Source: an optimization exercise on an open RTL-to-GDS flow (aim: small area, a short achievable clock period and few clock cycles per item). Production flows keep margins and buffers that such runs may drop.
Where RTL was checked, it was by simulation tests only, not by an equivalence proof against the original.
Function not checked in runs 5 and 6: the RTL went through the layout flow alone.

==> design/flow/design.v <==
module rs_gf_mul (
    input  wire [7:0] a,
    input  wire [7:0] b,
    output wire [7:0] p
);
    reg [14:0] t;
    integer i;
    always @* begin
        t = 15'd0;
        for (i = 0; i < 8; i = i + 1)
            if (b[i]) t = t ^ ({7'd0, a} << i);
        for (i = 14; i >= 8; i = i - 1)
            if (t[i]) t = t ^ (15'h011d << (i - 8));
    end
    assign p = t[7:0];
endmodule
module rs_gf_inv1 (
    input  wire [7:0]  a,
    output reg  [11:0] q
);
    function [3:0] m16(input [3:0] p, input [3:0] r);
        reg [6:0] t;
        integer i;
        begin
            t = 7'd0;
            for (i = 0; i < 4; i = i + 1)
                if (r[i]) t = t ^ ({3'd0, p} << i);
            for (i = 6; i >= 4; i = i - 1)
                if (t[i]) t = t ^ (7'h13 << (i - 4));
            m16 = t[3:0];
        end
    endfunction
    reg [7:0] b;
    reg [3:0] s1, s0;
    always @* begin
        b[0] = a[0] ^ a[1] ^ a[2] ^ a[3] ^ a[6];
        b[1] = a[1] ^ a[2] ^ a[4] ^ a[6] ^ a[7];
        b[2] = a[4] ^ a[5];
        b[3] = a[3] ^ a[4] ^ a[6];
        b[4] = a[4] ^ a[7];
        b[5] = a[1] ^ a[3] ^ a[4];
        b[6] = a[2] ^ a[5] ^ a[6];
        b[7] = a[5];
        s1[0] = b[6];
        s1[1] = b[5] ^ b[6] ^ b[7];
        s1[2] = b[5];
        s1[3] = b[4] ^ b[6] ^ b[7];
        s0[0] = b[0] ^ b[2];
        s0[1] = b[2];
        s0[2] = b[1] ^ b[3];
        s0[3] = b[3];
        q = {s1 ^ s0 ^ m16(b[7:4], b[3:0]), b};
    end
endmodule
module rs_gf_inv2 (
    input  wire [11:0] q,
    output reg  [7:0]  inv
);
    function [3:0] m16(input [3:0] p, input [3:0] r);
        reg [6:0] t;
        integer i;
        begin
            t = 7'd0;
            for (i = 0; i < 4; i = i + 1)
                if (r[i]) t = t ^ ({3'd0, p} << i);
            for (i = 6; i >= 4; i = i - 1)
                if (t[i]) t = t ^ (7'h13 << (i - 4));
            m16 = t[3:0];
        end
    endfunction
    reg [7:0] b, c;
    reg [3:0] di;
    always @* begin
        b = q[7:0];
        case (q[11:8])
            4'h0: di = 4'h0;
            4'h1: di = 4'h1;
            4'h2: di = 4'h9;
            4'h3: di = 4'he;
            4'h4: di = 4'hd;
            4'h5: di = 4'hb;
            4'h6: di = 4'h7;
            4'h7: di = 4'h6;
            4'h8: di = 4'hf;
            4'h9: di = 4'h2;
            4'ha: di = 4'hc;
            4'hb: di = 4'h5;
            4'hc: di = 4'ha;
            4'hd: di = 4'h4;
            4'he: di = 4'h3;
            4'hf: di = 4'h8;
            default: di = 4'h0;
        endcase
        c = {m16(b[7:4], di), m16(b[7:4] ^ b[3:0], di)};
        inv[0] = c[0] ^ c[2] ^ c[5] ^ c[6];
        inv[1] = c[1] ^ c[4] ^ c[6] ^ c[7];
        inv[2] = c[1] ^ c[3] ^ c[4] ^ c[5];
        inv[3] = c[1] ^ c[2] ^ c[4] ^ c[5] ^ c[6];
        inv[4] = c[2] ^ c[7];
        inv[5] = c[7];
        inv[6] = c[1] ^ c[3] ^ c[4] ^ c[5] ^ c[6] ^ c[7];
        inv[7] = c[2] ^ c[4] ^ c[7];
    end
endmodule
module rs_col_decoder (
    input  wire       clk,
    input  wire       rst,
    input  wire       in_valid,
    output wire       in_ready,
    input  wire [7:0] in_data,
    input  wire       in_erase,
    output reg        corr_valid,
    output reg  [7:0] corr_pos,
    output reg  [7:0] corr_val,
    output reg        res_valid,
    output reg        res_fail
);
    localparam integer M  = 7;      
    localparam integer N  = 35;     
    localparam integer D  = 34;     
    localparam [33*8-1:0] POWJ = {8'h9d, 8'hc0, 8'h60, 8'h30, 8'h18, 8'h0c, 8'h06, 8'h03, 8'h8f, 8'hc9, 8'hea, 8'h75, 8'hb4, 8'h5a, 8'h2d, 8'h98, 8'h4c, 8'h26, 8'h13, 8'h87, 8'hcd, 8'he8, 8'h74, 8'h3a, 8'h1d, 8'h80, 8'h40, 8'h20, 8'h10, 8'h08, 8'h04, 8'h02, 8'h01};
    localparam [7:0] ALPHA_247 = 8'h83;    
    localparam [7:0] ALPHA_INV = 8'h8e;    
    function [7:0] xa1(input [7:0] v);
        xa1 = {v[6:0], 1'b0} ^ (v[7] ? 8'h1d : 8'h00);
    endfunction
    function [63:0] mat(input [7:0] v);
        reg [7:0] t;
        integer q;
        begin
            t = v;
            for (q = 0; q < 8; q = q + 1) begin
                mat[8*q +: 8] = t;
                t = xa1(t);
            end
        end
    endfunction
    function [7:0] mmul(input [63:0] m, input [7:0] x);
        integer q;
        begin
            mmul = 8'd0;
            for (q = 0; q < 8; q = q + 1)
                mmul = mmul ^ (m[8*q +: 8] & {8{x[q]}});
        end
    endfunction
    integer i;
    genvar g;
    reg        rdy;
    reg  [7:0] cnt_a;       
    reg  [7:0] xa;          
    reg  [5:0] ecnt_a;      
    reg        v1;          
    reg  [7:0] d1;
    reg  [7:0] x1;
    reg        first1, last1;
    reg        pk1;         
    assign in_ready = rdy;
    wire       accept = in_valid & rdy;
    wire       lastpos = (cnt_a == 8'd247);
    wire [7:0] xa_next;
    rs_gf_mul u_xa (.a(xa), .b(ALPHA_INV), .p(xa_next));
    reg  [7:0] s1 [0:31];
    reg        s2_idle;
    wire       proc1 = v1 & (~last1 | s2_idle);
    wire       hand  = proc1 & last1;
    wire [7:0] s1_mul [0:31];
    generate
        for (g = 0; g < 32; g = g + 1) begin : g_syn
            rs_gf_mul u_mul (.a(s1[g]), .b(POWJ[8*g +: 8]), .p(s1_mul[g]));
        end
    endgenerate
    reg  [7:0] fq [0:D-1];
    reg  [5:0] occ, occm1;
    wire [7:0] fq_old = fq[occm1];
    wire       push   = proc1 & pk1;
    wire       pop;
    wire [5:0] occ_next = occ + {5'd0, push} - {5'd0, pop};
    localparam [2:0] K_IDLE = 3'd0, K_START = 3'd1, K_START2 = 3'd2, K_LOAD = 3'd3, K_BM = 3'd4,
                     K_OM = 3'd5, K_DONE = 3'd6;
    reg  [2:0] kst;
    reg  [4:0] ph;           
    reg  [4:0] it;           
    reg        itl;          
    reg  [5:0] f2;           
    reg  [5:0] f2e;          
    reg  [5:0] L2;
    reg  signed [6:0] k2;
    reg  [63:0] gm, dm;      
    reg  [7:0]  dv;          
    reg  [7:0]  gsrc, dsrc;  
    reg         gld, dld;    
    reg  [7:0] dnx;          
    reg  [7:0] xn;           
    reg        ers, chg, ersn, chgn;
    reg        m_ld, m_bm, m_om, m_dn;
    reg        k_d1, k_s0, k_t0;            
    reg        k_ok, tuse;
    reg  [6:0] zln;          
    reg  [4:0] zch;          
    reg  [6:0] la, lb;       
    reg  [4:0] ca, cb;       
    reg  [7:0] capa, capb;   
    reg  [7:0] cs1, cs2;     
    reg  [8*N-1:0] dr, tr, sr;    
    wire   ph0  = ph[0];
    wire   ph4  = ph[4];
    wire   zhit = |(zch & ph);
    wire [7:0] dn_l [0:M-1];
    wire [7:0] dnew [0:M-1];
    wire [7:0] tnew [0:M-1];
    wire [7:0] snew [0:M-1];
    generate
        for (g = 0; g < M; g = g + 1) begin : g_lane
            wire [7:0] rd0 = dr[8*g +: 8];
            wire [7:0] rd1 = dr[8*(g+1) +: 8];
            wire [7:0] rt0 = tr[8*g +: 8];
            wire [7:0] rs0 = sr[8*g +: 8];
            wire [7:0] rs1 = sr[8*(g+1) +: 8];
            wire [7:0] tm1, tm2;
            if (g == 0) begin : g_c0
                assign tm1 = cs1;
                assign tm2 = cs2;
            end else if (g == 1) begin : g_c1
                assign tm1 = sr[8*(g-1) +: 8];
                assign tm2 = cs1;
            end else begin : g_cn
                assign tm1 = sr[8*(g-1) +: 8];
                assign tm2 = sr[8*(g-2) +: 8];
            end
            wire       m31 = (g == 3) ? ph4 : 1'b0;
            wire [7:0] opa = m_om ? rs0 : rd1;
            wire [7:0] opb = m_om ? tm1 : rt0;
            wire [7:0] dn  = mmul(gm, opa) ^ mmul(dm, opb);
            assign dn_l[g] = dn;
            wire       z   = zhit & zln[g];
            wire [7:0] tkp = ({8{k_d1}} & rd1) | ({8{k_s0 & ~m31}} & rs0) | ({8{k_t0}} & rt0);
            assign tnew[g] = ({8{~z | k_ok}} & tkp) ^ ({8{tuse & (~z | k_ok)}} & dn);
            if (g == 5) begin : g_pad
                assign dnew[g] = m_bm ? (ph4 ? 8'd0 : dn) : (m_ld ? rs0 : rd0);
            end else begin : g_npad
                assign dnew[g] = m_bm ? dn : (m_ld ? rs0 : rd0);
            end
            assign snew[g] = m_om ? tm2 : rs0;
        end
    endgenerate
    wire [7:0] ha, hb;
    reg  [7:0] ha_r, hb_r;
    always @* begin
        ha_r = 8'd0;
        hb_r = 8'd0;
        for (i = 0; i < M; i = i + 1) begin
            ha_r = ha_r | ({8{la[i]}} & dr[8*i +: 8]);
            hb_r = hb_r | ({8{lb[i]}} & dr[8*i +: 8]);
        end
    end
    assign ha = ha_r;
    assign hb = hb_r;
    always @* begin
        gld  = 1'b0;
        dld  = 1'b0;
        gsrc = capa;
        dsrc = capb;
        case (kst)
        K_START2: begin
            gld  = 1'b1;
            dld  = 1'b1;
            gsrc = 8'h01;
            dsrc = (f2e != 6'd0) ? xn : s1[0];
        end
        K_BM: if (ph4) begin
            gld  = itl || (!ers && chg);
            dld  = 1'b1;
            gsrc = itl ? capa : dv;
            dsrc = itl ? capb : (ersn ? xn : dnx);
        end
        K_OM: if (ph4) begin
            gld  = 1'b1;
            dld  = 1'b1;
            gsrc = ca[4] ? ha : capa;
            dsrc = cb[4] ? hb : capb;
        end
        default: ;
        endcase
    end
    assign pop = ((kst == K_START) && (f2e != 6'd0)) ||
                 (m_bm && ph4 && !itl && ersn);
    wire kge_n = ers ? 1'b1 : (chg ? 1'b0 : (k2 >= -7'sd1));
    reg  [7:0] lc [0:32];      
    reg  [7:0] wc [0:31];      
    reg        act3, pl3;
    reg  [7:0] pos3;       
    reg  [5:0] cnt3;
    reg        over3, bad3;
    wire       s3_ready = ~act3 | pl3;
    wire       load3    = m_dn && ph0 && s3_ready;
    wire [7:0] lc_step [0:32];
    wire [7:0] wc_step [0:31];
    generate
        for (g = 0; g < 33; g = g + 1) begin : g_chl
            rs_gf_mul u_ms (.a(lc[g]), .b(POWJ[8*g +: 8]), .p(lc_step[g]));
        end
        for (g = 0; g < 32; g = g + 1) begin : g_cho
            rs_gf_mul u_ms (.a(wc[g]), .b(POWJ[8*(g+1) +: 8]), .p(wc_step[g]));
        end
    endgenerate
    reg [7:0] lam_sum, lam_odd, om_sum;
    always @* begin
        lam_sum = 8'd0;
        lam_odd = 8'd0;
        om_sum  = 8'd0;
        for (i = 0; i < 33; i = i + 1) begin
            lam_sum = lam_sum ^ lc[i];
            if (i % 2 == 1) lam_odd = lam_odd ^ lc[i];
        end
        for (i = 0; i < 32; i = i + 1) om_sum = om_sum ^ wc[i];
    end
    wire root  = act3 && (lam_sum == 8'd0);
    wire fin3  = act3 && pl3;
    wire fail3 = bad3 | over3 | (root ? (cnt3 != 6'd1) : (cnt3 != 6'd0));
    reg        p1v, pav, p2v;
    reg  [7:0] p1odd, p1om, paom, p2inv, p2om;
    reg  [11:0] paq;
    reg        ld1, ld2, ld3, ld4;  
    reg        r1v, r1f, rav, raf, r2v, r2f;
    wire [11:0] odd_q;
    wire [7:0] odd_inv;
    wire [7:0] err_val;
    rs_gf_inv1 u_inv1 (.a(p1odd), .q(odd_q));
    rs_gf_inv2 u_inv2 (.q(paq), .inv(odd_inv));
    rs_gf_mul u_forney (.a(p2om), .b(p2inv), .p(err_val));
    always @(posedge clk) begin
        dr <= {dnew[6], dnew[5], dnew[4], dnew[3], dnew[2], dnew[1], dnew[0], dr[8*N-1:8*M]};
        tr <= {tnew[6], tnew[5], tnew[4], tnew[3], tnew[2], tnew[1], tnew[0], tr[8*N-1:8*M]};
        if (kst == K_START2) begin
            for (i = 0; i < N; i = i + 1)
                sr[8*i +: 8] <= (i < 32) ? s1[i] : ((i == 32) ? 8'h01 : 8'h00);
        end else begin
            sr <= {snew[6], snew[5], snew[4], snew[3], snew[2], snew[1], snew[0], sr[8*N-1:8*M]};
        end
        cs1 <= ph4 ? 8'd0 : sr[8*(M-1) +: 8];
        cs2 <= ph4 ? 8'd0 : sr[8*(M-2) +: 8];
        if (proc1) begin
            for (i = 0; i < 32; i = i + 1)
                s1[i] <= (first1 ? 8'd0 : s1_mul[i]) ^ d1;
        end
        if (push) begin
            fq[0] <= x1;
            for (i = 1; i < D; i = i + 1) fq[i] <= fq[i-1];
        end
        if (accept) begin
            d1     <= in_data;
            x1     <= xa;
            first1 <= (cnt_a == 8'd0);
            last1  <= lastpos;
            pk1    <= in_erase && ((cnt_a == 8'd0) || (ecnt_a < 6'd32));
        end
        if (hand) begin
            f2  <= ecnt_a;
            f2e <= (ecnt_a > 6'd32) ? 6'd32 : ecnt_a;
        end
        if (gld) gm <= mat(gsrc);
        if (dld) begin
            dm <= mat(dsrc);
            dv <= dsrc;
        end
        if (kst == K_START) xn <= fq_old;
        if (m_bm && ph[3] && ersn) xn <= fq_old;    
        if (m_bm && ph0) dnx <= dn_l[0];
        if (m_bm && ph[1]) chgn <= (dnx != 8'd0) && kge_n;
        if (m_bm && ph0) ersn <= ({1'b0, it} + 6'd1 < f2e);
        if (m_bm && ph0) begin
            capa <= dn_l[0];
            capb <= dn_l[1];
        end else if (m_om) begin
            if (|(ca & ph)) capa <= ha;
            if (|(cb & ph)) capb <= hb;
        end
        case (kst)
        K_START2: begin
            k2   <= 7'sd0;
            L2   <= f2e;
            ers  <= (f2e != 6'd0);
            chg  <= (f2e == 6'd0) && (s1[0] != 8'd0);
            ersn <= (f2e > 6'd1);
            zln  <= 7'b0000100;          
            zch  <= 5'b10000;
        end
        K_BM: if (ph4) begin
            if (!ers) begin
                if (chg) begin
                    k2 <= -k2 - 7'sd1;
                    L2 <= {1'b0, it} + 6'd1 + f2e - L2;
                end else begin
                    k2 <= k2 + 7'sd1;
                end
            end
            ers <= ersn;
            chg <= chgn;
            if (itl) begin
                la <= 7'b0000100;        
                ca <= 5'b00001;
                lb <= 7'b0001000;        
                cb <= 5'b00001;
            end
            if (zln[0]) begin
                zln <= 7'b1000000;
                zch <= {1'b0, zch[4:1]};
            end else begin
                zln <= {1'b0, zln[6:1]};
            end
        end
        K_OM: if (ph4) begin
            la <= {la[4:0], la[6:5]};
            if (la[5] || la[6]) ca <= {ca[3:0], 1'b0};
            lb <= {lb[4:0], lb[6:5]};
            if (lb[5] || lb[6]) cb <= {cb[3:0], 1'b0};
        end
        default: ;
        endcase
        if (load3) begin
            for (i = 0; i < 33; i = i + 1) lc[i] <= dr[8*(32-i) +: 8];
            for (i = 0; i < 32; i = i + 1) wc[i] <= tr[8*(31-i) +: 8];
            cnt3  <= L2;
            over3 <= 1'b0;
            bad3  <= (f2 > 6'd32) || ({L2, 1'b0} > {1'b0, f2} + 7'd32);
        end else begin
            for (i = 0; i < 33; i = i + 1) lc[i] <= lc_step[i];
            for (i = 0; i < 32; i = i + 1) wc[i] <= wc_step[i];
            if (root) begin
                cnt3 <= cnt3 - 6'd1;
                if (cnt3 == 6'd0) over3 <= 1'b1;
            end
        end
        p1odd <= lam_odd;
        p1om  <= om_sum;
        paq   <= odd_q;
        paom  <= p1om;
        p2inv <= odd_inv;
        p2om  <= paom;
        corr_pos <= ld4 ? 8'd247 : corr_pos - 8'd1;
        ld1 <= load3;
        ld2 <= ld1;
        ld3 <= ld2;
        ld4 <= ld3;
        corr_val <= err_val;
        r1f <= fail3;
        raf <= r1f;
        r2f <= raf;
        res_fail <= r2f;
        if (rst) begin
            rdy     <= 1'b1;
            cnt_a   <= 8'd0;
            xa      <= ALPHA_247;
            ecnt_a  <= 6'd0;
            v1      <= 1'b0;
            occ     <= 6'd0;
            occm1   <= 6'd63;
            kst     <= K_IDLE;
            s2_idle <= 1'b1;
            m_ld    <= 1'b0;
            m_bm    <= 1'b0;
            m_om    <= 1'b0;
            m_dn    <= 1'b0;
            ph      <= 5'b00001;
            it      <= 5'd0;
            act3    <= 1'b0;
            p1v     <= 1'b0;
            pav     <= 1'b0;
            p2v     <= 1'b0;
            r1v     <= 1'b0;
            rav     <= 1'b0;
            r2v     <= 1'b0;
            corr_valid <= 1'b0;
            res_valid  <= 1'b0;
        end else begin
            if (accept) begin
                cnt_a  <= lastpos ? 8'd0 : cnt_a + 8'd1;
                xa     <= lastpos ? ALPHA_247 : xa_next;
                ecnt_a <= (cnt_a == 8'd0) ? {5'd0, in_erase} :
                          (in_erase && ecnt_a != 6'd33) ? ecnt_a + 6'd1 : ecnt_a;
            end
            if (accept) v1 <= 1'b1;
            else if (proc1) v1 <= 1'b0;
            rdy <= ~((accept && lastpos) || (v1 && last1 && !proc1)) &&
                   (occ_next <= D - 2);
            occ   <= occ_next;
            occm1 <= occ_next - 6'd1;
            ph <= {ph[3:0], ph[4]};
            case (kst)
            K_IDLE: if (hand) begin
                kst     <= K_START;
                s2_idle <= 1'b0;
            end
            K_START: kst <= K_START2;
            K_START2: begin
                kst  <= K_LOAD;
                m_ld <= 1'b1;
                ph   <= 5'b00001;
                it   <= 5'd0;
                itl  <= 1'b0;
                k_d1 <= 1'b0;
                k_s0 <= 1'b1;
                k_t0 <= 1'b0;
                k_ok <= 1'b1;
                tuse <= 1'b0;
            end
            K_LOAD: if (ph4) begin
                kst  <= K_BM;
                m_ld <= 1'b0;
                m_bm <= 1'b1;
                k_d1 <= !ers && chg;
                k_s0 <= 1'b0;
                k_t0 <= !ers && !chg;
                k_ok <= 1'b0;
                tuse <= ers;
            end
            K_BM: if (ph4) begin
                it  <= it + 5'd1;
                itl <= (it == 5'd30);
                if (itl) begin
                    kst  <= K_OM;
                    m_bm <= 1'b0;
                    m_om <= 1'b1;
                    it   <= 5'd0;
                    k_d1 <= 1'b0; k_t0 <= 1'b0;
                    k_ok <= 1'b1;
                    tuse <= 1'b1;
                end else begin
                    k_d1 <= !ersn && chgn;
                    k_t0 <= !ersn && !chgn;
                    tuse <= ersn;
                end
            end
            K_OM: if (ph4) begin
                it  <= it + 5'd1;
                itl <= (it == 5'd14);
                k_t0 <= 1'b1;
                if (itl) begin
                    kst  <= K_DONE;
                    m_om <= 1'b0;
                    m_dn <= 1'b1;
                    tuse <= 1'b0;
                end
            end
            K_DONE: if (load3) begin
                kst     <= K_IDLE;
                s2_idle <= 1'b1;
                m_dn    <= 1'b0;
            end
            default: kst <= K_IDLE;
            endcase
            if (load3) begin
                act3 <= 1'b1;
                pos3 <= 8'd0;
                pl3  <= 1'b0;
            end else if (act3) begin
                pos3 <= pos3 + 8'd1;
                pl3  <= (pos3 == 8'd246);
                if (pl3) act3 <= 1'b0;
            end
            p1v <= root;
            pav <= p1v && (p1om != 8'd0) && (p1odd != 8'd0);
            p2v <= pav;
            corr_valid <= p2v;
            r1v <= fin3;
            rav <= r1v;
            r2v <= rav;
            res_valid <= r2v;
        end
    end
endmodule
==> design/flow/flow/run.sh <==
#!/bin/bash
# Standard layout; port buffers taken as buf_4, and timing repair aimed at
# a setup slack of 8.4 ns (the design runs well below the 12 ns clock).
export BUFFER_PORTS_ARGS="-buffer_cell sky130_fd_sc_hd__buf_4"
export SETUP_SLACK_MARGIN=8.4
bash standard.sh > standard.log 2>&1
==> design/flow/standard.sh <==
#!/bin/bash
# synth_recipe.tcl (not shown) runs the flow's synth.tcl, then flattens the netlist and writes it again
# the make line also repeats each setting of config.mk as NAME=value (left out here)
make -C /OpenROAD-flow-scripts/flow DESIGN_CONFIG=/design/flow/config.mk WORK_HOME=/design/flow/orfs CLKGATE_MAP_FILE= SYNTH_SCRIPT=/design/flow/synth_recipe.tcl "${@:-finish}"
==> design/flow/config.mk <==
export PLATFORM = sky130hd
export DESIGN_NAME = rs_col_decoder
export DESIGN_NICKNAME = rs_col_decoder
export VERILOG_FILES = /design/flow/design.v
export SDC_FILE = /design/flow/constraint.sdc
export NUM_CORES = 8
export LEC_CHECK = 0
export CAP_MARGIN = 20
export CORE_MARGIN = 2
export CORE_UTILIZATION = 75
export CTS_CLUSTER_DIAMETER = 60
export CTS_CLUSTER_SIZE = 30
export SLEW_MARGIN = 20
==> design/flow/constraint.sdc <==
create_clock -name core_clock -period 12.0 [get_ports {clk}]
set_input_delay 2.4000 -clock core_clock [delete_from_list [all_inputs] [get_ports {clk}]]
set_output_delay 2.4000 -clock core_clock [all_outputs]
set_load 0.01 [all_outputs]
==> results.py, run 1 <==
metrics = {
    "floorplan": {
        "start_util_pct": 75.49,
        "num_rows": 137,
        "io_pins": 32,
        "die_height_um": 378.5,
        "dieWidth_um": 378.5,
        "core_um2": 139400,
        "die_area_um2": 143300,
    },
    "synth": {
        "synthTopCellsByArea": "dfxtp_1 (28%), edfxtp_1 (22%), xnor2_1 (17%)",
        "synth_edf_count": 764,
        "synth_top_area_share_pct": 28.09,
        "syn_inst": 10570,
        "synthArstFlopShare_pct": 0,
        "seq_area_frac_synth_pct": 49.89,
        "synth_top_flop_cell": "dfxtp_1",
        "yosysTopAreaCell": "dfxtp_1",
        "synth_area_um2": 105200,
        "synth-seq-cells": 2240,
        "synth_area_per_cell_um2": 9.956,
        "synthesis.nets": 10630,
        "synth_warnings": 12,
        "ys_types": 79,
        "yosysMostFrequentCell": "nand2_1",
        "synth_commonest_cells": "nand2_1 (2228), xnor2_1 (2101), dfxtp_1 (1476)",
    },
    "global_route": {
        "antenna_found_initial": 41,
        "grtUsageTotal_pct": 46.93,
        "grt_start_max_net_pins": 256,
        "grt_overflow": 0,
        "grt_pass1_wl_um": 491700,
        "first_global_vias": 74680,
    },
    "worst_setup_path": {
        "slowest_delay_ns": 0.38,
        "critical_path_required_ns": 9.60,
        "endpoint_kind": "output pin",
        "critPathKind": "reg -> out",
        "worst_path_dominant_cell_family": "flip-flops",
        "path_cells": "buf_6",
        "arrival_ns": 1.30,
        "critPathMaxFanout": 2,
        "critPathBufInv": 1,
        "setup.worst_path.start_class": "flop",
        "slowest_stage": "dfxtp_4",
    },
    "sta": {
        "tightest_slew_ns": 1.317,
        "hold_slack_ns": 0.3182,
        "period_minus_slack_ns": 3.703,
        "rsz0062_at_grt": "true",
        "period_share_pct": 30.86,
        "setup_viol": 0,
        "maxSlewHeadroom_pct": 11.89,
        "skew_ns": 0.06649,
        "setup_tns_ns": 0,
        "slew_viol_final": 0,
        "final_hold_viol_count": 0,
        "clock.fmax_ghz": 0.2701,
    },
    "clock_tree": {
        "clockBufferDepth": 3,
        "cts_root_buf": "clkbuf_16",
        "cts.sinks": 2240,
        "clk_pin_slew_worst_paths_ns": 0.10,
        "cts_buffers": 120,
        "clk_latency_ns": 0.81,
        "htreeDepth": 3,
        "cts_tree": "yes",
    },
    "place": {
        "placedCellCount": 12070,
        "dpl_cell_area_um2": 106700,
        "portBuffers": 31,
        "gp_congestion": 1.081,
        "dpl.hpwl_um": 230700,
    },
    "worst_hold_path": {
        "hold_class": "reg -> reg",
    },
    "outcome": {
        "outcome": "complete, no violations",
    },
    "layout": {
        "nFillCells": 8370,
        "final_cells": 12360,
        "drive_gt1_share_pct": 5.787,
        "seqCellArea_um2": 52540,
        "synthToLayoutAreaGrowth_pct": 6.273,
        "fin_nets": 10400,
        "multiInputGateArea_um2": 50590,
        "fin_area_um2": 111800,
    },
    "route": {
        "via_per_inst": 6.373,
        "dr.pass1.iters": 13,
        "wl_per_cell_um": 27.70,
        "drc_errors": 0,
        "drtIter0Drc": 12430,
        "routed_wirelength_um": 342300,
        "dr_total_vias": 78750,
        "ant_nets": 0,
    },
    "job": {
        "drv_cap": 0,
    },
}
==> worst reg2reg max path, stage by stage (launching register included) <==
cell and delay, ns:
edfxtp_1 0.84, buf_4 0.58, nand2_1 0.21, xnor2_1 0.29, xnor2_1 0.17, xnor2_1 0.11, xnor2_1 0.84, nand3b_1 0.13
o21ai_0 0.28
==> cells by family after synthesis <==
group	after synthesis	synth area share [%]
simple gates	3351	12.80
xor+xnor	3056	25.66
flops	2240	49.89
compound gates	1008	6.161
buf+inv	606	2.237
mux	252	2.567
fa+ha+maj	54	0.6851
==> per-stage QoR <==
step,setup WS [ns],util [%]
after floorplan,5.795,-
after global placement,7.073,76.56
after detailed placement,7.053,76.57
after CTS,8.274,80.02
after global routing,8.279,80.16
final,8.297,80.23
==> state kept, by name (all words and copies together) (netlist names), 29 cells and up <==
signal  count
dm         29
dr        280
fq        272
gm         29
lc        264
s1        256
sr        280
tr        280
wc        256
==> cell usage in the layout (no fill, tap or decap), types with 25 or more instances in the layout <==
master and count:
nand4_1 25, a222oi_1 97, o31ai_1 28, inv_1 92, ha_1 45, nand3_1 89
xnor2_1 2091, a22oi_1 140, a21oi_1 292, a21o_1 54, dfxtp_1 1451, mux2i_1 113
diode_2 43, buf_6 27, and2_1 44, nand2b_1 68, nand2_1 2227, clkbuf_16 124
nor2b_1 50, o21ai_0 277, mux2_2 138, nor3_1 52, o21a_1 28, edfxtp_1 764
xor2_1 935, buf_4 115, nor2_1 706
==> worst paths after layout <==
| check | startpoint | end | slack, ns | cells past startpoint |
|---|---|---|---|---|
| worst max register to register | gm[41]$_DFFE_PP_ | dr[265]$_DFF_P_ | 8.35 | 8 |
| worst min register to register | tr[259]$_DFF_P_ | tr[203]$_DFF_P_ | 0.32 | 0 |
| worst max-delay path | rdy$_SDFF_PP1_ | in_ready | 8.30 | 1 |
| worst min-delay path | tr[259]$_DFF_P_ | tr[203]$_DFF_P_ | 0.32 | 0 |
==> area by class of cell <==
type,count,area share [%]
clock buffers,132,2.810
inverters,98,0.3413
well taps,1876,2.099
flip-flops and latches,2240,46.99
repair inverters,1,0.006715
clock inverters,94,1.243
multi-input cells,7723,45.25
repair buffers,149,1.161
diodes,43,0.09624
==> layer usage <==
metal,share of wire [%],global-route usage [%],vias to the layer above
met5,0.096,0.8576,-
met4,8.7,32.74,24
met3,14,15.91,1649
met2,43,68.97,5795
met1,35,58.07,37340
li1,-,-,33940
==> timing repair <==
action,CTS,global route
hold buffers,0,0
buffers inserted,10,3
pin swaps,2,1
resized for setup,55,17
cloned,3,1
setup endpoints to repair,381,354
Testbench counts, summed over its fixed seeds: cycles 203,255, columns 800.
==> run 2, diff against run 1 <==
--- a/design/flow/config.mk
+++ b/design/flow/config.mk
@@ -9,3 +9,3 @@
 export CORE_MARGIN = 2
-export CORE_UTILIZATION = 75
+export CORE_UTILIZATION = 70
 export CTS_CLUSTER_DIAMETER = 60
==> results.py, run 2 <==
metrics = {
    "outcome": {
        "outcome": "complete, no violations",
    },
    "synth": {
        "synth-seq-cells": 2240,
        "synth_area_um2": 105200,
        "yosysTopAreaCell": "dfxtp_1",
        "synthTopCellsByArea": "dfxtp_1 (28%), edfxtp_1 (22%), xnor2_1 (17%)",
        "synth_commonest_cells": "nand2_1 (2228), xnor2_1 (2101), dfxtp_1 (1476)",
        "synth_area_per_cell_um2": 9.956,
        "synth_top_area_share_pct": 28.09,
        "syn_inst": 10570,
        "synth_top_flop_cell": "dfxtp_1",
        "synthArstFlopShare_pct": 0,
        "yosysMostFrequentCell": "nand2_1",
        "seq_area_frac_synth_pct": 49.89,
        "synth_warnings": 12,
        "synth_edf_count": 764,
        "ys_types": 79,
        "synthesis.nets": 10630,
    },
    "clock_tree": {
        "cts_buffers": 135,
        "htreeDepth": 4,
        "cts_tree": "yes",
        "clockBufferDepth": 3,
        "clk_pin_slew_worst_paths_ns": 0.10,
        "cts_hold_buf": 0,
        "clk_latency_ns": 0.85,
        "cts_root_buf": "clkbuf_16",
        "cts.sinks": 2240,
    },
    "layout": {
        "mostFrequentLayoutCells": "nand2_1 (2227), xnor2_1 (2093), dfxtp_1 (1452), xor2_1 (935), edfxtp_1 (764)",
        "drive_gt1_share_pct": 5.909,
        "synthToLayoutAreaGrowth_pct": 6.781,
        "nFillCells": 10490,
        "fin_nets": 10410,
        "final_common_cell": "nand2_1",
        "top_regs": "dr: 280 flops, sr: 280 flops, tr: 280 flops",
        "final_cells": 12510,
        "fin_area_um2": 112300,
    },
    "sta": {
        "setup_viol": 0,
        "maxSlewHeadroom_pct": 11.86,
        "setup_tns_ns": 0,
        "rsz0062_at_grt": "true",
        "skew_ns": 0.06167,
        "period_share_pct": 31.44,
        "hold_slack_ns": 0.3144,
        "clock.fmax_ghz": 0.2651,
        "tightest_slew_ns": 1.317,
        "final_hold_viol_count": 0,
        "period_minus_slack_ns": 3.773,
        "slew_viol_final": 0,
    },
    "global_route": {
        "grt_pass1_wl_um": 483800,
        "grt_overflow": 0,
        "grt_start_max_net_pins": 251,
        "antenna_found_initial": 34,
        "first_global_vias": 72860,
        "grtUsageTotal_pct": 43.11,
    },
    "worst_setup_path": {
        "crit_start": "m_om$_SDFFE_PP0P_",
        "endpoint_kind": "flop",
        "slowest_delay_ns": 0.71,
        "critPathMaxFanout": 58,
        "arrival_ns": 4.39,
        "crit_end": "dr[258]$_DFF_P_",
        "setup.worst_path.start_class": "flop",
        "r2r-end": "dr[258]$_DFF_P_",
        "critPathKind": "reg -> reg",
        "path_cells": "buf_8, mux2_2, nand2_1, xor2_1, xnor2_1, xnor2_1, xnor2_2, nand2_1, o21ai_0",
        "slowest_stage": "dfxtp_4",
        "r2r_setup_slack_ns": 8.23,
        "r2r_cells": 9,
        "critical_path_required_ns": 12.61,
        "rr_startpoint": "m_om$_SDFFE_PP0P_",
    },
    "worst_hold_path": {
        "hold_depth": 0,
        "hold_class": "reg -> reg",
    },
    "floorplan": {
        "die_height_um": 391.7,
        "die_area_um2": 153400,
        "dieWidth_um": 391.7,
        "start_util_pct": 70.32,
        "num_rows": 142,
        "io_pins": 32,
        "core_um2": 149600,
    },
    "place": {
        "placedCellCount": 12210,
        "gp_congestion": 1.071,
        "dpl_cell_area_um2": 106900,
        "dpl.hpwl_um": 229300,
        "portBuffers": 31,
    },
    "route": {
        "ant_nets": 0,
        "dr_total_vias": 77500,
        "drc_errors": 0,
        "drtIter0Drc": 11520,
        "routed_wirelength_um": 337200,
        "dr.pass1.iters": 13,
        "via_per_inst": 6.194,
        "wl_per_cell_um": 26.94,
    },
    "job": {
        "drv_cap": 0,
    },
}
==> run 2: area by class of cell <==
cell class              instances  area (um^2)  share of cell area [%]
repair inverters                1        5.005                0.004455
flip-flops and latches       2240        52540                   46.77
clock buffers                 147         3476                   3.094
well taps                    2016         2522                   2.245
multi-input cells            7723        50570                   45.02
repair buffers                149         1339                   1.192
inverters                      98        392.9                  0.3497
clock inverters               101         1398                   1.244
diodes                         38        95.09                 0.08465
==> run 2: logic make-up (layout without fill, tap and decap cells) <==
kind of cell / after synthesis / in the layout / synth area share [%]
compound gates: 1008 / 1008 / 6.161
xor+xnor: 3056 / 3056 / 25.66
fa+ha+maj: 54 / 54 / 0.6851
buf+inv: 606 / 496 / 2.237
flops: 2240 / 2240 / 49.89
mux: 252 / 252 / 2.567
other cells: 0 / 38 / 0
simple gates: 3351 / 3353 / 12.80
==> run 2: what timing repair did <==
item                       4_1_cts  5_1_grt
gates resized for setup         63       18
gates cloned                     3        1
pin swaps                        0        1
setup endpoints to repair      514      306
setup buffers                   11        1
==> run 2: how the worst min path moves through the flow <==
stage	startpoint	endpoint	slack, ns
after floorplan	dr[264]$_DFF_P_	dr[208]$_DFF_P_	0.31
after global placement	ld1$_DFF_P_	ld2$_DFF_P_	0.31
after detailed placement	paom[7]$_DFF_P_	p2om[7]$_DFF_P_	0.31
after CTS	tr[258]$_DFF_P_	tr[202]$_DFF_P_	0.32
after global routing	tr[268]$_DFF_P_	tr[212]$_DFF_P_	0.32
final	tr[262]$_DFF_P_	tr[206]$_DFF_P_	0.31
==> run 2: stage by stage <==
step / setup slack [ns] / utilization, %
after floorplan: 5.795 / -
after global placement: 7.056 / 71.46
after detailed placement: 6.981 / 71.48
after CTS: 8.198 / 74.94
after global routing: 8.207 / 75.03
final: 8.227 / 75.09
==> run 2: per-layer routing <==
layer / wire [um] / track usage [%] / up-vias
met5: 113 / 0.1276 / -
met4: 25430 / 27.36 / 12
met3: 41900 / 13.30 / 1333
met2: 144600 / 63.79 / 5004
met1: 125100 / 54.97 / 37140
li1: - / - / 34010
==> run 2: worst max-delay path: cells and delay by family, from the launching register on <==
family | cells | cell delay, ns
mux | 1 | 0.52
flops | 1 | 0.71
simple gates | 2 | 0.25
buf+inv | 1 | 0.49
compound gates | 1 | 0.43
xor+xnor | 4 | 1.10
==> run 3, diff against run 2 <==
==> design/flow/flow/run.sh (replaced) <==
#!/bin/bash
# Standard layout; port buffers taken as buf_4, and timing repair aimed at
# a setup slack of 8.75 ns (the design runs well below the 12 ns clock).
export BUFFER_PORTS_ARGS="-buffer_cell sky130_fd_sc_hd__buf_4"
export SETUP_SLACK_MARGIN=8.75
bash standard.sh > standard.log 2>&1
==> results.py, run 3 <==
metrics = {
    "sta": {
        "slew_viol_final": 0,
        "rsz0062_at_grt": "true",
        "setup_viol": 0,
        "final_hold_viol_count": 0,
        "period_share_pct": 30.83,
        "skew_ns": 0.06179,
        "tightest_slew_ns": 1.327,
        "setup_tns_ns": 0,
        "clock.fmax_ghz": 0.2703,
        "maxSlewHeadroom_pct": 11.21,
        "fin_ws_ns": 8.300,
        "period_minus_slack_ns": 3.700,
    },
    "synth": {
        "synth_area_per_cell_um2": 9.956,
        "seq_area_frac_synth_pct": 49.89,
        "synth_area_um2": 105200,
        "synth_top_flop_cell": "dfxtp_1",
        "ys_types": 79,
        "synthesis.nets": 10630,
        "syn_inst": 10570,
        "synth_edf_count": 764,
        "synth-seq-cells": 2240,
        "yosysMostFrequentCell": "nand2_1",
        "synthTopCellsByArea": "dfxtp_1 (28%), edfxtp_1 (22%), xnor2_1 (17%)",
        "synth_commonest_cells": "nand2_1 (2228), xnor2_1 (2101), dfxtp_1 (1476)",
        "synth_warnings": 12,
        "yosysTopAreaCell": "dfxtp_1",
        "synth_top_area_share_pct": 28.09,
        "synthArstFlopShare_pct": 0,
    },
    "clock_tree": {
        "cts.sinks": 2240,
        "cts_tree": "yes",
        "htreeDepth": 4,
        "clk_latency_ns": 0.85,
        "clk_pin_slew_worst_paths_ns": 0.10,
        "clockBufferDepth": 3,
        "cts_buffers": 137,
        "cts_hold_buf": 0,
        "cts_root_buf": "clkbuf_16",
    },
    "layout": {
        "synthToLayoutAreaGrowth_pct": 7.233,
        "drive_gt1_share_pct": 6.332,
        "final_common_cell": "nand2_1",
        "fin_nets": 10440,
        "mostFrequentLayoutCells": "nand2_1 (2227), xnor2_1 (2090), dfxtp_1 (1452), xor2_1 (935), edfxtp_1 (764)",
        "top_regs": "dr: 280 flops, sr: 280 flops, tr: 280 flops",
        "fin_area_um2": 112800,
    },
    "place": {
        "dpl.hpwl_um": 223800,
        "portBuffers": 31,
        "dp_slack_ns": 7.630,
        "gp_congestion": 1.119,
        "dpl_cell_area_um2": 107000,
    },
    "global_route": {
        "antenna_found_initial": 32,
        "first_global_vias": 72800,
        "grtUsageTotal_pct": 42.50,
        "use_met3_pct": 12.00,
        "met2_usage_pct": 63.11,
        "grt_use_met1_pct": 54.03,
        "grt_pass1_wl_um": 478600,
        "top_usage_layer": "met2",
        "grt_start_max_net_pins": 216,
        "grt_overflow": 0,
    },
    "worst_setup_path": {
        "r2r_setup_slack_ns": 8.61,
        "arrival_ns": 1.30,
        "slowest_delay_ns": 0.37,
        "path_cells": "buf_6",
        "critical_path_required_ns": 9.60,
        "worst_path_dominant_cell_family": "flip-flops",
        "setup.worst_path.start_class": "flop",
        "critPathKind": "reg -> out",
        "critPathBufInv": 1,
        "slowest_stage": "dfxtp_2",
        "r2r_cells": 7,
        "critPathMaxFanout": 2,
        "rr_startpoint": "sr[4]$_DFF_P_",
        "endpoint_kind": "output pin",
        "r2r-end": "dr[234]$_DFF_P_",
    },
    "route": {
        "dr.pass1.iters": 14,
        "ant_nets": 0,
        "drtIter0Drc": 11830,
        "routed_wirelength_um": 329800,
        "drc_errors": 0,
        "dr_total_vias": 76900,
        "wl_per_cell_um": 26.32,
        "via_per_inst": 6.135,
    },
    "floorplan": {
        "die_area_um2": 153400,
        "core_um2": 149600,
        "dieWidth_um": 391.7,
        "io_pins": 32,
        "start_util_pct": 70.32,
        "die_height_um": 391.7,
        "num_rows": 142,
    },
    "worst_hold_path": {
        "hold_end": "tr[50]$_DFF_P_",
        "hold_class": "reg -> reg",
        "min_from": "tr[106]$_DFF_P_",
        "hold_depth": 0,
    },
    "outcome": {
        "outcome": "complete, no violations",
    },
    "job": {
        "drv_cap": 0,
    },
}
run 3: cell types whose count changed in the layout (fill, tap and decap cells not counted), moves of 4 or more:
cell / change
clkbuf_16: +4
o21ai_0: +4
inv_12: +4
clkbuf_8: +4
clkinv_4: -5
diode_2: -7
inv_16: +6
clkinv_8: -7
clkinvlp_4: +5
buf_4: +21
o21ai_1: -5
clkbuf_1: -6
run 3: metal layers:
layer	share of wire (%)	vias up
li1	-	34050
met1	37	36600
met2	43	4942
met3	12	1291
met4	8.2	18
met5	0.051	-
run 3: what timing repair did:
| item | in CTS | in global routing |
|---|---|---|
| gates cloned | 4 | 1 |
| endpoints found under the setup margin | 643 | 329 |
| pin swaps | 2 | 3 |
| resized for setup | 60 | 32 |
| buffers inserted | 13 | 15 |
run 3: worst max-delay path by stage:
stage / cells past startpoint / endpoint / from / slack [ns]
after floorplan: 4 / fq[0][0]$_DFFE_PP_ / s2_idle$_SDFFE_PP1P_ / 5.79
after global placement: 10 / tr[279]$_DFF_P_ / m_om$_SDFFE_PP0P_ / 7.61
after detailed placement: 10 / tr[279]$_DFF_P_ / m_om$_SDFFE_PP0P_ / 7.63
after CTS: 1 / in_ready / rdy$_SDFF_PP1_ / 8.26
after global routing: 1 / corr_pos[4] / corr_pos[4]$_SDFF_PP1_ / 8.27
final: 1 / in_ready / rdy$_SDFF_PP1_ / 8.30
run 3: per-stage QoR:
| step | hold slack (ns) | cells | utilization [%] |
|---|---|---|---|
| 6_report | 0.3313 | 12530 | 75.41 |
| 5_1_grt | 0.3376 | 12500 | 75.36 |
| 4_1_cts | 0.3317 | 12480 | 75.13 |
| 3_5_place_dp | 0.3128 | 12220 | 71.52 |
| 3_3_place_gp | 0.3100 | 12220 | 71.51 |
| 2_1_floorplan | 0.3096 | 10570 | - |
run 3: cell families (layout without fill, tap and decap cells):
family	count (synthesis)	count (layout)	synth area share, %
mux	252	252	2.567
xor+xnor	3056	3056	25.66
simple gates	3351	3355	12.80
flops	2240	2240	49.89
buf+inv	606	521	2.237
other cells	0	31	0
fa+ha+maj	54	54	0.6851
compound gates	1008	1008	6.161
run 3: layout make-up:
cell class	count	area, um^2
Timing Repair Buffer	172	1589
Clock inverter	101	1366
Tap cell	2016	2522
Multi-Input combinational cell	7725	50690
Sequential cell	2240	52540
Clock buffer	150	3633
Fill cell	10320	36790
Inverter	98	389.1
Antenna cell	31	77.57
==> run 4, diff against run 3 <==
==> design/flow/flow/run.sh (replaced) <==
#!/bin/bash
# Standard layout with three changes:
#  - the port buffers of buffer_ports are buf_4,
#  - timing repair aims at a setup slack of 8.75 ns (the design runs well
#    below the 12 ns clock),
#  - clock tree synthesis adds no dummy loads.
export BUFFER_PORTS_ARGS="-buffer_cell sky130_fd_sc_hd__buf_4"
export SETUP_SLACK_MARGIN=8.75
export CTS_ARGS="-sink_clustering_enable -repair_clock_nets -sink_clustering_size 30 -sink_clustering_max_diameter 60 -dont_use_dummy_load"
bash standard.sh > standard.log 2>&1
==> results.py, run 4 <==
metrics = {
    "sta": {
        "setup_tns_ns": 0,
        "period_share_pct": 30.98,
        "final_hold_viol_count": 0,
        "maxSlewHeadroom_pct": 14.63,
        "rsz0062_at_grt": "true",
        "skew_ns": 0.1037,
        "clock.fmax_ghz": 0.2690,
        "period_minus_slack_ns": 3.718,
        "tightest_slew_ns": 1.281,
        "hold_slack_ns": 0.3243,
        "slew_viol_final": 0,
        "setup_viol": 0,
    },
    "worst_setup_path": {
        "slowest_stage": "dfxtp_4",
        "critical_path_required_ns": 9.60,
        "critPathBufInv": 1,
        "critPathKind": "reg -> out",
        "rr_startpoint": "dm[33]$_DFFE_PP_",
        "worst_path_dominant_cell_family": "flip-flops",
        "arrival_ns": 1.32,
        "r2r-end": "dr[237]$_DFF_P_",
        "cp_num_cells": 1,
        "r2r_cells": 7,
        "endpoint_kind": "output pin",
        "r2r_setup_slack_ns": 8.59,
        "critPathMaxFanout": 4,
        "path_cells": "buf_6",
        "crit_end": "corr_pos[6]",
        "slowest_delay_ns": 0.36,
        "setup.worst_path.start_class": "flop",
        "crit_start": "corr_pos[6]$_SDFF_PP1_",
    },
    "synth": {
        "ys_types": 79,
        "synth_top_area_share_pct": 28.09,
        "syn_inst": 10570,
        "synthTopCellsByArea": "dfxtp_1 (28%), edfxtp_1 (22%), xnor2_1 (17%)",
        "yosysTopAreaCell": "dfxtp_1",
        "yosysMostFrequentCell": "nand2_1",
        "synthArstFlopShare_pct": 0,
        "synth_commonest_cells": "nand2_1 (2228), xnor2_1 (2101), dfxtp_1 (1476)",
        "seq_area_frac_synth_pct": 49.89,
        "synth_area_um2": 105200,
        "synth_warnings": 12,
        "synthesis.nets": 10630,
        "synth-seq-cells": 2240,
        "synth_edf_count": 764,
        "synth_top_flop_cell": "dfxtp_1",
        "synth_area_per_cell_um2": 9.956,
    },
    "floorplan": {
        "num_rows": 142,
        "die_height_um": 391.7,
        "core_um2": 149600,
        "die_area_um2": 153400,
        "io_pins": 32,
        "start_util_pct": 70.32,
        "dieWidth_um": 391.7,
    },
    "global_route": {
        "antenna_found_initial": 29,
        "grt_pass1_wl_um": 476100,
        "grt_start_max_net_pins": 216,
        "grtUsageTotal_pct": 42.35,
        "grt_overflow": 0,
        "first_global_vias": 72460,
    },
    "route": {
        "routed_wirelength_um": 327800,
        "drc_errors": 0,
        "dr.pass1.iters": 12,
        "drtIter0Drc": 11280,
        "wl_per_cell_um": 26.40,
        "ant_nets": 0,
        "dr_total_vias": 76150,
        "via_per_inst": 6.133,
    },
    "clock_tree": {
        "cts_tree": "yes",
        "clockBufferDepth": 3,
        "cts_root_buf": "clkbuf_16",
        "clk_pin_slew_worst_paths_ns": 0.10,
        "clk_latency_ns": 0.87,
        "cts.sinks": 2240,
        "htreeDepth": 4,
        "cts_buffers": 137,
    },
    "place": {
        "dpl_cell_area_um2": 107000,
        "portBuffers": 31,
        "gp_congestion": 1.119,
        "dpl.hpwl_um": 223800,
    },
    "layout": {
        "fin_nets": 10440,
        "mostFrequentLayoutCells": "nand2_1 (2226), xnor2_1 (2091), dfxtp_1 (1450), xor2_1 (935), edfxtp_1 (764)",
        "drive_gt1_share_pct": 5.314,
        "top_regs": "dr: 280 flops, sr: 280 flops, tr: 280 flops",
        "synthToLayoutAreaGrowth_pct": 5.691,
        "fin_area_um2": 111200,
        "final_common_cell": "nand2_1",
    },
    "job": {
        "drv_cap": 0,
    },
    "worst_hold_path": {
        "hold_class": "reg -> reg",
    },
    "outcome": {
        "outcome": "complete, no violations",
    },
}
## run 4: cells by family (layout without fill, tap and decap cells)
kind of cell    Yosys count  after routing  synth area share (%)
simple gates           3351           3355                 12.80
xor+xnor               3056           3056                 25.66
flops                  2240           2240                 49.89
compound gates         1008           1008                 6.161
buf+inv                 606            403                 2.237
mux                     252            252                 2.567
fa+ha+maj                54             54                0.6851
other cells               0             33                     0
## run 4: area by class of cell
cell class | instances | area (um^2)
well taps | 2016 | 2522
inverters | 98 | 402.9
clock buffers | 137 | 3428
repair buffers | 168 | 1530
fillers | 10620 | 38410
diodes | 33 | 82.58
flip-flops and latches | 2240 | 52540
multi-input cells | 7725 | 50680
## run 4: worst min path at each step
stage / cells after the start / endpoint / slack (ns) / startpoint
final: 0 / dr[73]$_DFF_P_ / 0.32 / dr[129]$_DFF_P_
after floorplan: 0 / dr[208]$_DFF_P_ / 0.31 / dr[264]$_DFF_P_
after detailed placement: 0 / tr[204]$_DFF_P_ / 0.31 / tr[260]$_DFF_P_
after CTS: 0 / tr[198]$_DFF_P_ / 0.32 / tr[254]$_DFF_P_
after global routing: 0 / dr[122]$_DFF_P_ / 0.32 / dr[178]$_DFF_P_
after global placement: 0 / ld3$_DFF_P_ / 0.31 / ld2$_DFF_P_
## run 4: metrics by stage
stage	util [%]	instances	setup slack (ns)
after floorplan	-	10570	5.795
after global placement	71.51	12220	7.612
after detailed placement	71.52	12220	7.630
after CTS	74.07	12370	8.276
after global routing	74.28	12390	8.248
final	74.33	12420	8.282
## run 4: layer usage
layer  GRT usage [%]  vias to the layer above  part of all wire [%]
li1                -                    33900                     -
met1           53.79                    36300                    37
met2           62.65                     4636                    43
met3           12.34                     1296                    12
met4           28.46                       18                   8.2
met5          0.8931                        -                 0.072
## run 4: repair_timing
item / CTS / global route
gates cloned: 4 / 1
hold buffers: 0 / 0
endpoints found under the hold margin: 0 / 0
setup endpoints to repair: 694 / 327
pin swaps: 2 / 2
resized for setup: 59 / 36
buffers inserted: 13 / 14
==> run 5, diff against run 4 <==
--- a/design/flow/design.v
+++ b/design/flow/design.v
@@ -187,4 +187,5 @@
     reg  signed [6:0] k2;
-    reg  [63:0] gm, dm;      
-    reg  [7:0]  dv;          
+    reg  [7:0]  gv, dv;      
+    wire [63:0] gm = mat(gv);    
+    wire [63:0] dm = mat(dv);
     reg  [7:0]  gsrc, dsrc;  
@@ -360,7 +361,4 @@
         end
-        if (gld) gm <= mat(gsrc);
-        if (dld) begin
-            dm <= mat(dsrc);
-            dv <= dsrc;
-        end
+        if (gld) gv <= gsrc;
+        if (dld) dv <= dsrc;
         if (kst == K_START) xn <= fq_old;
==> results.py, run 5 <==
metrics = {
    "outcome": {
        "outcome": "complete, no violations",
    },
    "synth": {
        "yosysMostFrequentCell": "xnor2_1",
        "synthArstFlopShare_pct": 0,
        "synthTopCellsByArea": "dfxtp_1 (28%), edfxtp_1 (21%), xnor2_1 (16%)",
        "synth_area_um2": 105600,
        "ys_types": 70,
        "synth_warnings": 12,
        "syn_inst": 10590,
        "synth_top_flop_cell": "dfxtp_1",
        "seq_area_frac_synth_pct": 48.51,
        "synthesis.nets": 10650,
        "synth_commonest_cells": "xnor2_1 (1982), nand2_1 (1700), dfxtp_1 (1476)",
        "synth_area_per_cell_um2": 9.976,
        "synth_edf_count": 722,
        "yosysTopAreaCell": "dfxtp_1",
        "synth_top_area_share_pct": 27.98,
        "synth-seq-cells": 2198,
    },
    "sta": {
        "skew_ns": 0.09291,
        "period_minus_slack_ns": 3.677,
        "setup_tns_ns": 0,
        "maxSlewHeadroom_pct": 13.05,
        "final_hold_viol_count": 0,
        "tightest_slew_ns": 1.299,
        "slew_viol_final": 0,
        "setup_viol": 0,
        "clock.fmax_ghz": 0.2720,
        "period_share_pct": 30.64,
        "rsz0062_at_grt": "true",
    },
    "route": {
        "wl_per_cell_um": 29.11,
        "via_per_inst": 6.360,
        "routed_wirelength_um": 366600,
        "drtIter0Drc": 12050,
        "dr.pass1.iters": 17,
        "met3_wirelength_um": 50970,
        "dr_total_vias": 80080,
        "wl_met1_um": 131700,
        "ant_nets": 0,
        "route.met2.wl_um": 151700,
        "top_layer_used": "met5",
        "drc_errors": 0,
    },
    "clock_tree": {
        "cts_hold_buf": 0,
        "htreeDepth": 3,
        "cts_root_buf": "clkbuf_16",
        "clockBufferDepth": 3,
        "cts_buffers": 121,
        "clk_latency_ns": 0.84,
        "clk_pin_slew_worst_paths_ns": 0.10,
        "cts_tree": "yes",
        "cts.sinks": 2198,
    },
    "worst_setup_path": {
        "critPathKind": "reg -> out",
        "worst_path_dominant_cell_family": "flip-flops",
        "critPathMaxFanout": 2,
        "path_cells": "buf_6",
        "endpoint_kind": "output pin",
        "critical_path_required_ns": 9.60,
        "r2r_setup_slack_ns": 8.64,
        "slowest_stage": "dfxtp_2",
        "setup.worst_path.start_class": "flop",
        "arrival_ns": 1.28,
        "critPathBufInv": 1,
        "slowest_delay_ns": 0.34,
    },
    "layout": {
        "fin_nets": 10610,
        "final_util_pct": 76.46,
        "final_common_cell": "xnor2_1",
        "fin_area_um2": 114500,
        "synthToLayoutAreaGrowth_pct": 8.452,
        "mostFrequentLayoutCells": "xnor2_1 (1942), nand2_1 (1697), dfxtp_1 (1439), nor2_1 (1305), xor2_1 (876)",
        "final_cells": 12590,
        "top_regs": "dr: 280 flops, sr: 280 flops, tr: 280 flops",
        "nFillCells": 9785,
        "drive_gt1_share_pct": 7.674,
    },
    "floorplan": {
        "io_pins": 32,
        "die_height_um": 392.4,
        "num_rows": 142,
        "dieWidth_um": 392.4,
        "start_util_pct": 70.51,
        "die_area_um2": 154000,
        "core_um2": 149800,
    },
    "global_route": {
        "first_global_vias": 75360,
        "antenna_found_initial": 37,
        "grtUsageTotal_pct": 46.12,
        "grt_pass1_wl_um": 513400,
        "grt_overflow": 0,
        "grt_start_max_net_pins": 224,
    },
    "place": {
        "placedCellCount": 12260,
        "dpl_cell_area_um2": 107800,
        "dpl.hpwl_um": 242300,
        "portBuffers": 31,
        "gp_congestion": 1.053,
    },
    "worst_hold_path": {
        "hold_class": "reg -> reg",
    },
    "job": {
        "drv_cap": 0,
    },
}
-- run 5: cells by family after synthesis --
kind of cell,count (synthesis),synth area share (%)
compound gates,1011,6.031
xor+xnor,2993,26.42
fa+ha+maj,54,0.6825
buf+inv,617,2.364
flops,2198,48.51
mux,314,3.101
simple gates,3398,12.89
-- run 5: routing by layer --
layer  vias up  GRT usage [%]
met3      1577          15.72
met4        20          31.76
met1     38330          58.59
met2      5745          66.16
met5         -         0.5742
li1      34410              -
-- run 5: worst paths after layout --
| check | start | to | depth (start not counted) |
|---|---|---|---|
| worst min register to register | dr[197]$_DFF_P_ | dr[141]$_DFF_P_ | 0 |
| worst max-delay path | corr_pos[1]$_SDFF_PP1_ | corr_pos[1] | 1 |
| worst min-delay path | dr[197]$_DFF_P_ | dr[141]$_DFF_P_ | 0 |
| worst max register to register | gv[0]$_DFFE_PP_ | capb[4]$_DFFE_PP_ | 8 |
-- run 5: per-stage QoR --
step	setup slack, ns	hold WS [ns]
2_1_floorplan	5.795	0.3096
3_3_place_gp	7.646	0.3100
3_5_place_dp	7.544	0.3144
4_1_cts	8.315	0.2892
5_1_grt	8.285	0.2905
6_report	8.323	0.2939
-- run 5: repair_timing --
item                       in CTS  in global routing
setup endpoints to repair     942                499
pin swaps                      17                 36
buffers inserted               56                 90
gates resized for setup       204                137
cloned                         19                 10
-- run 5: final cells by class --
type | instances | area (um^2) | share of cell area (%)
antenna | 34 | 85.08 | 0.07429
clock buffer | 121 | 3028 | 2.644
inverter | 78 | 314.1 | 0.2742
multi-input combinational | 7774 | 53270 | 46.51
sequential | 2198 | 51290 | 44.78
tap | 2016 | 2522 | 2.203
timing repair buffer | 370 | 4011 | 3.503
timing repair inverter | 1 | 7.507 | 0.006555
==> run 6, diff against run 5 <==
--- a/design/flow/design.v
+++ b/design/flow/design.v
@@ -187,5 +187,4 @@
     reg  signed [6:0] k2;
-    reg  [7:0]  gv, dv;      
-    wire [63:0] gm = mat(gv);    
-    wire [63:0] dm = mat(dv);
+    reg  [63:0] gm, dm;      
+    reg  [7:0]  dv;          
     reg  [7:0]  gsrc, dsrc;  
@@ -196,3 +195,4 @@
     reg        m_ld, m_bm, m_om, m_dn;
-    reg        k_d1, k_s0, k_t0;            
+    reg        k_d1, k_t0;                  
+    reg        a_s;                         
     reg        k_ok, tuse;
@@ -230,5 +230,5 @@
             end
-            wire       m31 = (g == 3) ? ph4 : 1'b0;
-            wire [7:0] opa = m_om ? rs0 : rd1;
-            wire [7:0] opb = m_om ? tm1 : rt0;
+            wire       m31 = (g == 3) ? (m_ld & ph4) : 1'b0;
+            wire [7:0] opa = ({8{a_s}} & rs0) | ({8{m_bm}} & rd1);
+            wire [7:0] opb = ({8{m_om}} & tm1) | ({8{m_bm}} & rt0);
             wire [7:0] dn  = mmul(gm, opa) ^ mmul(dm, opb);
@@ -236,8 +236,8 @@
             wire       z   = zhit & zln[g];
-            wire [7:0] tkp = ({8{k_d1}} & rd1) | ({8{k_s0 & ~m31}} & rs0) | ({8{k_t0}} & rt0);
-            assign tnew[g] = ({8{~z | k_ok}} & tkp) ^ ({8{tuse & (~z | k_ok)}} & dn);
+            wire [7:0] tkp = ({8{k_d1}} & rd1) | ({8{k_t0}} & rt0);
+            assign tnew[g] = ({8{~z | k_ok}} & tkp) ^ ({8{tuse & (~z | k_ok) & ~m31}} & dn);
             if (g == 5) begin : g_pad
-                assign dnew[g] = m_bm ? (ph4 ? 8'd0 : dn) : (m_ld ? rs0 : rd0);
+                assign dnew[g] = m_bm ? (ph4 ? 8'd0 : dn) : (m_ld ? dn : rd0);
             end else begin : g_npad
-                assign dnew[g] = m_bm ? dn : (m_ld ? rs0 : rd0);
+                assign dnew[g] = (m_bm | m_ld) ? dn : rd0;
             end
@@ -361,4 +361,7 @@
         end
-        if (gld) gv <= gsrc;
-        if (dld) dv <= dsrc;
+        if (gld) gm <= mat(gsrc);
+        if (dld) begin
+            dm <= mat(dsrc);
+            dv <= dsrc;
+        end
         if (kst == K_START) xn <= fq_old;
@@ -458,2 +461,3 @@
             m_ld    <= 1'b0;
+            a_s     <= 1'b0;
             m_bm    <= 1'b0;
@@ -498,7 +502,7 @@
                 itl  <= 1'b0;
+                a_s  <= 1'b1;
                 k_d1 <= 1'b0;
-                k_s0 <= 1'b1;
                 k_t0 <= 1'b0;
                 k_ok <= 1'b1;
-                tuse <= 1'b0;
+                tuse <= 1'b1;
             end
@@ -508,4 +512,4 @@
                 m_bm <= 1'b1;
+                a_s  <= 1'b0;
                 k_d1 <= !ers && chg;
-                k_s0 <= 1'b0;
                 k_t0 <= !ers && !chg;
@@ -521,2 +525,3 @@
                     m_om <= 1'b1;
+                    a_s  <= 1'b1;
                     it   <= 5'd0;
@@ -538,2 +543,3 @@
                     m_om <= 1'b0;
+                    a_s  <= 1'b0;
                     m_dn <= 1'b1;
==> results.py, run 6 <==
metrics = {
    "sta": {
        "skew_ns": 0.1145,
        "period_minus_slack_ns": 3.825,
        "slew_viol_final": 0,
        "maxSlewHeadroom_pct": 12.17,
        "hold_slack_ns": 0.2843,
        "setup_viol": 0,
        "clock.fmax_ghz": 0.2615,
    },
    "synth": {
        "synth_top_flop_cell": "dfxtp_1",
        "synth_top_area_share_pct": 28.23,
        "synth_edf_count": 763,
        "yosysTopAreaCell": "dfxtp_1",
        "synth-seq-cells": 2240,
        "synthesis.nets": 10650,
        "synthTopCellsByArea": "dfxtp_1 (28%), edfxtp_1 (22%), xnor2_1 (17%)",
        "synth_warnings": 12,
        "synthArstFlopShare_pct": 0,
        "ys_types": 83,
        "synth_area_um2": 104800,
        "synth_area_per_cell_um2": 9.899,
        "syn_inst": 10580,
    },
    "worst_setup_path": {
        "setup.worst_path.start_class": "flop",
        "critPathKind": "reg -> out",
        "r2r-end": "dr[271]$_DFF_P_",
        "endpoint_kind": "output pin",
        "r2r_setup_slack_ns": 8.74,
        "critPathBufInv": 1,
        "path_cells": "buf_6",
        "r2r_cells": 9,
        "slowest_delay_ns": 0.47,
        "critPathMaxFanout": 2,
    },
    "route": {
        "drc_errors": 0,
        "routed_wirelength_um": 339800,
        "via_per_inst": 6.217,
        "drtIter0Drc": 9896,
        "dr_total_vias": 76710,
        "ant_nets": 0,
    },
    "place": {
        "gp_congestion": 1.056,
        "dpl.hpwl_um": 233200,
        "portBuffers": 31,
    },
    "clock_tree": {
        "clockBufferDepth": 3,
        "cts.sinks": 2240,
        "cts_buffers": 132,
        "cts_root_buf": "clkbuf_16",
        "clk_latency_ns": 0.84,
        "htreeDepth": 4,
        "cts_hold_buf": 0,
        "clk_pin_slew_worst_paths_ns": 0.10,
    },
    "global_route": {
        "grt_start_max_net_pins": 225,
        "grt_use_met1_pct": 56.10,
        "antenna_found_initial": 29,
        "top_usage_layer": "met2",
        "grt_pass1_wl_um": 487200,
        "met2_usage_pct": 64.50,
        "grt_overflow": 0,
        "first_global_vias": 73360,
        "use_met3_pct": 11.46,
    },
    "layout": {
        "synthToLayoutAreaGrowth_pct": 5.875,
        "mostFrequentLayoutCells": "nand2_1 (2217), xnor2_1 (2066), dfxtp_1 (1444), xor2_1 (945), edfxtp_1 (763)",
        "final_common_cell": "nand2_1",
        "fin_nets": 10460,
        "drive_gt1_share_pct": 5.146,
    },
    "worst_hold_path": {
        "hold_class": "reg -> reg",
    },
    "floorplan": {
        "start_util_pct": 70.69,
        "die_height_um": 390.8,
        "die_area_um2": 152800,
        "dieWidth_um": 390.8,
        "io_pins": 32,
    },
    "job": {
        "drv_cap": 0,
    },
    "outcome": {
        "outcome": "complete, no violations",
    },
}
## run 6: changes by cell type in the layout (fill, tap and decap cells not counted), moves of 56 or more
| cell | before | now |
|---|---|---|
| xnor2_1 | 1942 | 2066 |
| nor3_1 | 52 | 108 |
| o21ai_0 | 338 | 256 |
| xor2_1 | 876 | 945 |
| nor2_1 | 1305 | 750 |
| a22o_1 | 45 | 137 |
| nand2_1 | 1697 | 2217 |
| buf_4 | 260 | 152 |
| a22oi_1 | 100 | 182 |
| xnor3_1 | 94 | 9 |
| mux2i_1 | 167 | 72 |
## run 6: layout make-up
class / instances / area (um^2)
Tap cell: 1930 / 2415
Multi-Input combinational cell: 7714 / 50310
Inverter: 110 / 437.9
Timing Repair inverter: 3 / 21.27
Clock buffer: 132 / 3303
Timing Repair Buffer: 197 / 1852
Antenna cell: 13 / 32.53
Sequential cell: 2240 / 52540
Fill cell: 10130 / 37290
## run 6: cell families (layout without fill, tap and decap cells)
group | after synthesis | count (layout) | synth area share, %
AO/OA/AOI/OAI | 1062 | 1062 | 6.698
XOR/XNOR | 3052 | 3052 | 25.73
adder cells (fa/ha/maj) | 55 | 55 | 0.6988
buffers and inverters | 634 | 442 | 2.390
flip-flops | 2240 | 2240 | 50.10
multiplexers | 124 | 124 | 1.247
other | 0 | 13 | 0
AND/OR/NAND/NOR | 3415 | 3421 | 13.14
## run 6: how the worst max path moves through the flow
stage	startpoint	end	slack, ns
floorplan	s2_idle$_SDFFE_PP1P_	fq[0][0]$_DFFE_PP_	5.79
global placement	in_valid	ecnt_a[1]$_SDFFE_PP0P_	7.68
detailed placement	ph[0]$_SDFF_PP1_	wc[7][1]$_DFFE_PP_	7.53
CTS	rdy$_SDFF_PP1_	in_ready	8.12
global route	rdy$_SDFF_PP1_	in_ready	8.17
finish	rdy$_SDFF_PP1_	in_ready	8.18
## run 6: per-stage QoR
stage / util [%] / instances / instance area [um^2] / setup slack, ns
2_1_floorplan: - / 10580 / 104900 / 5.788
3_3_place_gp: 71.85 / 12150 / 106500 / 7.677
3_5_place_dp: 71.87 / 12150 / 106500 / 7.534
4_1_cts: 74.52 / 12300 / 110400 / 8.119
5_1_grt: 74.82 / 12330 / 110900 / 8.171
6_report: 74.84 / 12340 / 110900 / 8.175
## run 6: routing by layer
layer,part of all wire [%],vias to the layer above
li1,-,33880
met3,12,1279
met4,8.4,30
met2,43,4959
met5,0.068,-
met1,37,36570
## run 6: what timing repair did
| action | CTS | global route |
|---|---|---|
| gates cloned | 10 | 2 |
| buffers inserted | 13 | 19 |
| hold endpoints to repair | 0 | 0 |
| pin swaps | 3 | 5 |
| gates resized for setup | 89 | 49 |
| setup endpoints to repair | 1096 | 165 |

==> re-timing with driven ports <==
The results above use ideal ports. As a check the final layouts listed here were re-extracted and re-timed, cells and wires unchanged.
Step 1, drivers: a clkbuf_16 drives clk and a buf_2 each remaining input, both assumed.
Step 2 moves the port delays by t, midway between the first and last clock arrival at a register: inputs arrive t later, outputs are due t later. That takes back most of the time a late clock gives input paths.
a / b / c = ideal ports / drivers / drivers and shift; a / b = the first two.
run | t (ns) | setup WS [ns] | worst hold slack (ns) | worst register clock-pin slew, ns
run 1 | 0.867 | 8.297 / 8.213 / 7.854 | 0.318 / 0.318 / 0.318 | 0.12 / 0.12
run 2 | 0.910 | 8.227 / 8.146 / 7.628 | 0.314 / 0.314 / 0.314 | 0.11 / 0.11
run 3 | 0.902 | 8.300 / 8.214 / 7.905 | 0.331 / 0.331 / 0.331 | 0.11 / 0.11
run 4 | 0.907 | 8.282 / 8.195 / 8.144 | 0.324 / 0.324 / 0.324 | 0.11 / 0.11
run 5 | 0.886 | 8.323 / 8.231 / 8.098 | 0.294 / 0.294 / 0.294 | 0.11 / 0.11
run 6 | 0.871 | 8.175 / 8.091 / 7.906 | 0.284 / 0.284 / 0.284 | 0.11 / 0.11
After both steps every run listed still meets setup and hold. For run 2, which loses most, drivers alone change the setup slack by -0.081 ns; drivers and shift together by -0.599 ns.
